Source: an optimization exercise on an open RTL-to-GDS flow (aim: small area, a short achievable clock period and few clock cycles per item). Production flows keep margins and buffers that such runs may drop. The RTL was checked by simulation tests, not by an equivalence proof against the original design.

Design limiter, start of the top module:
module limiter (
    input  wire        clk,
    input  wire        rst,
    input  wire [5:0]  la,         
    input  wire        in_valid,
    output wire        in_ready,
    input  wire [31:0] x,          
    input  wire [30:0] thr,        
    input  wire [30:0] k,          
    output wire        out_valid,
    input  wire        out_ready,
    output wire [31:0] y,          
    output wire [28:0] gr          
);
Size: roughly 17000 cells after synthesis, ~2500 flip-flops, about 170 I/O pins, ~190000 um^2 of cells after synthesis.
Settings: LEC_CHECK=0, CAP_MARGIN=20, CORE_MARGIN=2, CORE_UTILIZATION=40, SETUP_SLACK_MARGIN=2.5, SLEW_MARGIN=20; clock period 13.0 ns.
run.sh (not shown) runs the stock make flow with config.mk's settings and CLKGATE_MAP_FILE= SYNTH_SCRIPT=/design/flow/synth_recipe.tcl, a recipe that flattens the netlist after the stock synthesis.
Testbench counts at the start, summed over its fixed seeds: cycles 12,836, items 12,000.
Rerun with:
- SETUP_SLACK_MARGIN: 2.5 -> 4.0
After rerunning:
- cell area rose by 3.4%
- clock-buffer cell count does not change
- synthesized area stays the same
- clock skew fell by 0.0040 ns
- core utilization rose by 1.5 points
- non-clock buffer count rose by 357
- worst setup slack improved by 1.4 ns
- via count rose by 2.7%
- critical path depth rose by 6
- synthesized cell count stays the same

---

limiter, a different RTL version from the one above (not shown whole).
Size in the first run: ~16,000 cells after synthesis, about 170 I/O pins.
clock: 13.0 ns
lec_check: 0
cap_margin: 20
core_margin: 2
core_utilization: 40
cts_buf_list: sky130_fd_sc_hd__clkbuf_2 sky130_fd_sc_hd__clkbuf_4
setup_slack_margin: 4.0
slew_margin: 20
The first run finished with timing, DRC and antenna clean.
Testbench counts at the start, summed over its fixed seeds: cycles 12,836, items 12,000.
==> next run, changes <==
- CTS_BUF_LIST: sky130_fd_sc_hd__clkbuf_2 sky130_fd_sc_hd__clkbuf_4 -> sky130_fd_sc_hd__clkbuf_4 sky130_fd_sc_hd__clkbuf_8
- PLACE_DENSITY_LB_ADDON: not set -> 0.1
- SETUP_SLACK_MARGIN: 4.0 -> 4.25
=> The new run passed the timing, DRC and antenna checks; global-route usage goes up by 1.9 points; worst hold slack gains 0.13 ns; routed wire length goes up by 8.9%.
==> next run, changes <==
- PLACE_DENSITY_LB_ADDON: 0.1 -> not set
- SETUP_SLACK_MARGIN: 4.25 -> 3.5
Result: Worst setup slack gets worse by 0.68 ns. Core utilization decreases by 1.1 points. Routed wire length decreases by 9.8%. Cell area falls by about 2.5%. Synthesized area stays the same. Global-route usage goes down by 2.2 points. Die area does not change. Maximum frequency is lower by 7.4%. Synthesized cell count stays the same. Via count fell by 0.88%.

---

Setup of garnet:
limiter, a different RTL version from the one above (not shown whole).
For scale: about 17000 cells after synthesis, ~2500 flip-flops, roughly 170 I/O pins, roughly 0.19 mm² of cells after synthesis.
Settings: LEC_CHECK=0, CAP_MARGIN=20, CORE_MARGIN=2, CORE_UTILIZATION=40, SETUP_SLACK_MARGIN=4.5, SLEW_MARGIN=20; clock period 13.0 ns.
garnet: done, clean on timing, DRC and antenna
Testbench counts of garnet, summed over its fixed seeds: cycles 12,836, items 12,000.
Relative to garnet, the following input files were edited for indigo:
diff --git a/flow/config.mk b/flow/config.mk
--- a/flow/config.mk
+++ b/flow/config.mk
@@ -9,4 +9,5 @@
 export CORE_MARGIN = 2
 export CORE_UTILIZATION = 40
-export SETUP_SLACK_MARGIN = 4.5
+export CTS_BUF_LIST = sky130_fd_sc_hd__clkbuf_4 sky130_fd_sc_hd__clkbuf_8
+export SETUP_SLACK_MARGIN = 4.0
 export SLEW_MARGIN = 20
Notes after the runs:
Sequential cell area share (higher): indigo. Summary of indigo over garnet: number of nets in the finished design fell by 97, via count of the first global-routing pass has increased, number of antenna violations at the first check in global routing decreased by 12 relative to the old numbers, routed wire length decreased 2.9%. For starting DRC count in detailed routing, dividing the value from indigo by the value from garnet gives 0.915. Measured against each other, garnet and indigo differ in minimum setup slack in the final design, the lower figure coming from indigo. Adder and majority gate portion of the synthesized area: garnet vs indigo identical. Total non-filler cell area in the finished layout down 2.7% in indigo wrt garnet.
[inputs] lagoon vs indigo
diff --git a/flow/config.mk b/flow/config.mk
--- a/flow/config.mk
+++ b/flow/config.mk
@@ -8,6 +8,5 @@
 export CAP_MARGIN = 20
 export CORE_MARGIN = 2
-export CORE_UTILIZATION = 40
-export CTS_BUF_LIST = sky130_fd_sc_hd__clkbuf_4 sky130_fd_sc_hd__clkbuf_8
+export CORE_UTILIZATION = 55
 export SETUP_SLACK_MARGIN = 4.0
 export SLEW_MARGIN = 20
Status: total number of multi-input combinational cells parity (indigo, lagoon)
Non-clock buffer count (lower): indigo
Routed wirelength normalized by instance count, lagoon and indigo: larger value in lagoon
Final clock period utilization by the worst path (higher): lagoon
A worst setup path endpoint of row[25].genblk1.cut.s_q[4] is what indigo shows, while row[25].genblk1.cut.s_q[9] belongs to lagoon.
In lagoon the layout-stage area growth over the synthesis result turned out 0.31 points lower than in indigo.
In lagoon, worst hold slack across all endpoints is higher than in indigo.

## static timing again, ports no longer ideal
The results above use ideal ports. As a check the final layouts listed here were re-extracted and re-timed, cells and wires unchanged. Step 1 assumes that a clkbuf_16 drives the clock port and a buf_2 every other input. Step 2 times the ports against the registers' clock, not the clock port: input delays grow and output delays shrink by t, the midpoint of the rising clock arrivals with the driver on. Three values: ideal, step 1, step 2; two values: the first two.
run	shift t [ns]	setup slack, ns	hold slack, ns	worst setup path after step 2
the first run of note 1	1.020	2.816 / 2.816 / 2.816	0.379 / 0.379 / 0.379	register to register
the second run of note 1	1.022	4.177 / 4.177 / 3.620	0.376 / 0.376 / 0.376	input to register
the first run of note 2	1.602	4.234 / 4.234 / 3.521	0.236 / 0.236 / 0.236	input to register
the second run of note 2	1.218	4.503 / 4.426 / 3.376	0.363 / 0.363 / 0.363	input to register
the third run of note 2	1.192	3.827 / 3.827 / 3.547	0.282 / 0.282 / 0.282	input to register
garnet	1.004	4.206 / 4.206 / 3.946	0.394 / 0.394 / 0.394	input to register
indigo	1.210	4.149 / 4.149 / 3.558	0.296 / 0.296 / 0.296	input to register
lagoon	1.014	3.982 / 3.982 / 3.549	0.351 / 0.351 / 0.351	input to register
After both steps every run listed still meets setup and hold. For the second run of note 2, which loses most, drivers alone change the setup slack by -0.077 ns; drivers and shift together by -1.127 ns.
